Source: an optimization exercise on an open RTL-to-GDS flow (aim: small area and a short achievable clock period). Production flows keep margins and buffers that such runs may drop. Only simulation tests tie the RTL to the original design; equivalence was not proved.

==> job 1004: inputs <==
==> flow/design.v (excerpt) <==
module thm_corr (
    input  wire        clk,
    input  wire        rst,         
    input  wire        in_valid,
    input  wire [15:0] in_raw,      
    input  wire [15:0] in_ffc,      
    input  wire        in_ffc_bad,
    input  wire [15:0] in_off_a,    
    input  wire [15:0] in_gain_a,
    input  wire [15:0] in_drift_a,
    input  wire        in_bad_a,
    input  wire [15:0] in_off_b,    
    input  wire [15:0] in_gain_b,
    input  wire [15:0] in_drift_b,
    input  wire        in_bad_b,
    input  wire [15:0] in_t_array,  
    input  wire [15:0] in_t_cal_a,
    input  wire [15:0] in_t_cal_b,
    input  wire [15:0] in_ped_a,
    input  wire [15:0] in_ped_b,
    input  wire [3:0]  in_fade_k,   
    output reg         out_valid,
    output reg  [15:0] out_z,       
    output reg  [15:0] out_z_a,     
    output reg  [15:0] out_z_b,     
    output reg         out_bad_a,   
    output reg         out_bad_b    
);
clock: 35.0 ns
lec_check: 0
cap_margin: 20
core_margin: 2
core_utilization: 40
slew_margin: 20
standard.sh (not shown) runs the stock make flow with config.mk's settings and CLKGATE_MAP_FILE= SYNTH_SCRIPT=/design/flow/synth_recipe.tcl, a recipe that flattens the netlist after the stock synthesis.
==> flow/flow/run.sh <==
#!/bin/bash
# The standard layout, with Yosys's quick ABC pass inside "synth" turned
# off (synth -noabc), so that extract_fa sees the full-adder trees of the RTL
# as written. Everything else is standard.sh unchanged.
set -euo pipefail
export SYNTH_ARGS="-noabc"
bash standard.sh > standard.log 2>&1
==> inputs of job 5480, as changes to job 1004 <==
==> flow/flow/run.sh (replaced) <==
#!/bin/bash
# The standard layout (standard.sh) with two changes:
#  - Yosys's quick ABC pass inside "synth" is turned off (synth -noabc), so
#    that extract_fa sees the full-adder trees of the RTL as written;
#  - the port buffers are sky130_fd_sc_hd__buf_1 (every port still gets one).
# make's full output goes to standard.log; each ORFS step logs under orfs/logs.
set -euo pipefail
export SYNTH_ARGS="-noabc"
export BUFFER_PORTS_ARGS="-buffer_cell sky130_fd_sc_hd__buf_1"
bash standard.sh > standard.log 2>&1
==> notes <==
In job 5480 the maximum frequency is larger than in job 1004, by 4.0%. Between job 1004 and job 5480, the lower global-route usage is in job 5480 (gap 0.24 points). Against job 1004, the first-iteration DRC count of job 5480 is higher by about 4%. In die area, job 1004 and job 5480 do not differ. In job 5480 the worst setup slack is better than in job 1004, by 0.32 ns. Against job 1004, the core utilization of job 5480 is lower by 1.5 points. Between job 1004 and job 5480, the lower non-clock buffer count is in job 5480 (gap 6).

* * *

==> delta <==
Another version of the RTL of thm_corr (not shown whole).
==> flow/config.mk <==
export PLATFORM = sky130hd
export DESIGN_NAME = thm_corr
export DESIGN_NICKNAME = thm_corr
export VERILOG_FILES = /design/flow/design.v
export SDC_FILE = /design/flow/constraint.sdc
export NUM_CORES = 4
export LEC_CHECK = 0
export CAP_MARGIN = 20
export CORE_MARGIN = 2
export CORE_UTILIZATION = 40
export CTS_BUF_LIST = sky130_fd_sc_hd__clkbuf_8
export CTS_CLUSTER_DIAMETER = 50
export CTS_CLUSTER_SIZE = 20
export SLEW_MARGIN = 20
export SYNTH_HIERARCHICAL = 1
export SYNTH_MINIMUM_KEEP_SIZE = 0
==> flow/constraint.sdc <==
create_clock -name core_clock -period 35.0 [get_ports {clk}]
set_input_delay 7.0000 -clock core_clock [delete_from_list [all_inputs] [get_ports {clk}]]
set_output_delay 7.0000 -clock core_clock [all_outputs]
set_load 0.01 [all_outputs]
==> flow/flow/run.sh <==
#!/bin/bash
# The standard layout (standard.sh) with two changes:
#  - Yosys's quick ABC pass inside "synth" is turned off (synth -noabc), so
#    that extract_fa sees the full-adder trees of the RTL as written;
#  - the port buffers are sky130_fd_sc_hd__buf_1 (every port still gets one).
# make's full output goes to standard.log; each ORFS step logs under orfs/logs.
set -euo pipefail
export SYNTH_ARGS="-noabc"
export BUFFER_PORTS_ARGS="-buffer_cell sky130_fd_sc_hd__buf_1"
bash standard.sh > standard.log 2>&1
==> umber (differences from delta) <==
--- a/flow/design.v
+++ b/flow/design.v
@@ -1,25 +1,21 @@
 module thm_corr_lane (
     input  wire        clk,
     input  wire [15:0] raw,
     input  wire [15:0] ffc_n,      
     input  wire [15:0] offset_n,   
     input  wire [15:0] drift,      
-    input  wire [6:0]  ndt_lo,
-    input  wire        ndt_nb,
-    input  wire [8:0]  t_cal_hi,
-    input  wire [8:0]  t_array_hi_n,
+    input  wire [15:0] t_array,    
+    input  wire [15:0] t_cal,      
     input  wire [15:0] gain,       
     input  wire [15:0] pedestal,   
     output reg  [15:0] zr,
     output reg         zu,         
     output reg         zo          
 );
-    wire [10:0] ndt_hs = {t_cal_hi[8], t_cal_hi, 1'b1} + {t_array_hi_n[8], t_array_hi_n, ndt_nb};
-    wire [9:0]  ndt_hi = ndt_hs[10:1];
-    wire [16:0] ndt  = {ndt_hi, ndt_lo};    
+    wire [16:0] ndt  = {t_cal[15], t_cal} - {t_array[15], t_array};    
     wire        dpos = drift[15] ^ ndt[16];
     wire        dneg = ~dpos;    
     wire mb_one0 = drift[0] ^ 1'b0;
     wire mb_two0 = (drift[1] & ~drift[0] & ~1'b0) | (~drift[1] & drift[0] & 1'b0);
     wire mb_neg0 = drift[1] & ~(drift[0] & 1'b0);
     wire mb_pos0 = ~drift[1] | (drift[0] & 1'b0);
@@ -1411,16 +1407,13 @@
     output reg  [15:0] out_z_b,     
     output reg         out_bad_a,   
     output reg         out_bad_b    
 );
     reg        s1_valid;
     reg [15:0] s1_raw, s1_ffc_n, s1_off_a_n, s1_gain_a, s1_drift_a, s1_off_b_n, s1_gain_b, s1_drift_b;
-    reg [15:0] s1_ped_a, s1_ped_b;
-    reg [6:0]  s1_ndt_lo_a, s1_ndt_lo_b;
-    reg        s1_ndt_nb_a, s1_ndt_nb_b;
-    reg [8:0]  s1_t_array_hi_n, s1_t_cal_hi_a, s1_t_cal_hi_b;
+    reg [15:0] s1_t_array, s1_t_cal_a, s1_t_cal_b, s1_ped_a, s1_ped_b;
     reg        s1_bad_a, s1_bad_b;
     reg [3:0]  s1_k;
     always @(posedge clk) begin
         if (rst) s1_valid <= 1'b0;
         else     s1_valid <= in_valid;
         s1_raw     <= in_raw;
@@ -1428,17 +1421,15 @@
         s1_off_a_n <= {in_off_a[15], ~in_off_a[14:0]};
         s1_gain_a  <= in_gain_a;
         s1_drift_a <= in_drift_a;
         s1_off_b_n <= {in_off_b[15], ~in_off_b[14:0]};
         s1_gain_b  <= in_gain_b;
         s1_drift_b <= in_drift_b;
-        {s1_ndt_nb_a, s1_ndt_lo_a} <= {1'b1, in_t_cal_a[6:0]} - {1'b0, in_t_array[6:0]};
-        {s1_ndt_nb_b, s1_ndt_lo_b} <= {1'b1, in_t_cal_b[6:0]} - {1'b0, in_t_array[6:0]};
-        s1_t_array_hi_n <= ~in_t_array[15:7];
-        s1_t_cal_hi_a <= in_t_cal_a[15:7];
-        s1_t_cal_hi_b <= in_t_cal_b[15:7];
+        s1_t_array <= in_t_array;
+        s1_t_cal_a <= in_t_cal_a;
+        s1_t_cal_b <= in_t_cal_b;
         s1_ped_a   <= in_ped_a;
         s1_ped_b   <= in_ped_b;
         s1_bad_a   <= in_bad_a | in_ffc_bad;
         s1_bad_b   <= in_bad_b | in_ffc_bad;
         s1_k       <= (in_fade_k > 4'd8) ? 4'd8 : in_fade_k;
     end
@@ -1467,19 +1458,19 @@
     end
     wire [15:0] zr_a, zr_b;
     wire        zu_a, zo_a, zu_b, zo_b;
     thm_corr_lane u_lane_a (
         .clk(clk),
         .raw(s1_raw), .ffc_n(s1_ffc_n), .offset_n(s1_off_a_n), .drift(s1_drift_a),
-        .ndt_lo(s1_ndt_lo_a), .ndt_nb(s1_ndt_nb_a), .t_cal_hi(s1_t_cal_hi_a), .t_array_hi_n(s1_t_array_hi_n),
+        .t_array(s1_t_array), .t_cal(s1_t_cal_a),
         .gain(s2_gain_a), .pedestal(s2_ped_a), .zr(zr_a), .zu(zu_a), .zo(zo_a)
     );
     thm_corr_lane u_lane_b (
         .clk(clk),
         .raw(s1_raw), .ffc_n(s1_ffc_n), .offset_n(s1_off_b_n), .drift(s1_drift_b),
-        .ndt_lo(s1_ndt_lo_b), .ndt_nb(s1_ndt_nb_b), .t_cal_hi(s1_t_cal_hi_b), .t_array_hi_n(s1_t_array_hi_n),
+        .t_array(s1_t_array), .t_cal(s1_t_cal_b),
         .gain(s2_gain_b), .pedestal(s2_ped_b), .zr(zr_b), .zu(zu_b), .zo(zo_b)
     );
     wire [15:0] z_a = zu_a ? 16'h0000 : zo_a ? 16'hFFFF : zr_a;
     wire [15:0] z_b = zu_b ? 16'h0000 : zo_b ? 16'hFFFF : zr_b;
     wire [15:0] z_f;
     thm_corr_fade u_fade (.za(z_a), .zb(z_b), .k(s3_k), .z(z_f));
CTS_BUF_LIST = default   (was sky130_fd_sc_hd__clkbuf_8)
CTS_CLUSTER_DIAMETER = default   (was 50)
CTS_CLUSTER_SIZE = default   (was 20)
SYNTH_HIERARCHICAL = default   (was 1)
SYNTH_MINIMUM_KEEP_SIZE = default   (was 0)
==> notes.md <==
- In delta the synthesized cell count is higher than in umber, by about 0.7%.
- Between umber and delta, the lower core utilization is in delta (gap 0.42 points).
- Against delta, the routed wire length of umber is higher by 2.0%.
- Between delta and umber, the lower cell area is in delta (gap about 0.8%, measured against umber).
- Against delta, the critical path depth of umber is higher by 31.

-- port drivers added, routing unchanged --
The flow's constraints put no driver on any port. The routed layouts listed below were extracted and timed again, unchanged, in two steps.
Step 1 assumes that a clkbuf_16 drives the clock port and a buf_2 every other input.
Step 2 adds t to the input delays and takes it off the output delays; t is the mean of the earliest and latest rising clock arrival at the registers after step 1. Input paths then give back, and output paths get back, about the clock's delay inside the block.
Three values: no drivers, after step 1, after step 2; two values: the first two.
run | shift t [ns] | setup WS [ns] | slew at the worst register clock pin (ns)
job 1004 | 0.689 | 26.484 / 26.412 / 26.671 | 0.07 / 0.07
job 5480 | 0.696 | 26.807 / 26.807 / 26.807 | 0.07 / 0.07
delta | 0.783 | 26.760 / 26.692 / 26.504 | 0.11 / 0.11
umber | 0.710 | 26.275 / 26.275 / 26.275 | 0.07 / 0.07
After both steps setup and hold are still met in every run listed. For delta, which loses most, drivers alone change the setup slack by -0.068 ns; drivers and shift together by -0.256 ns.
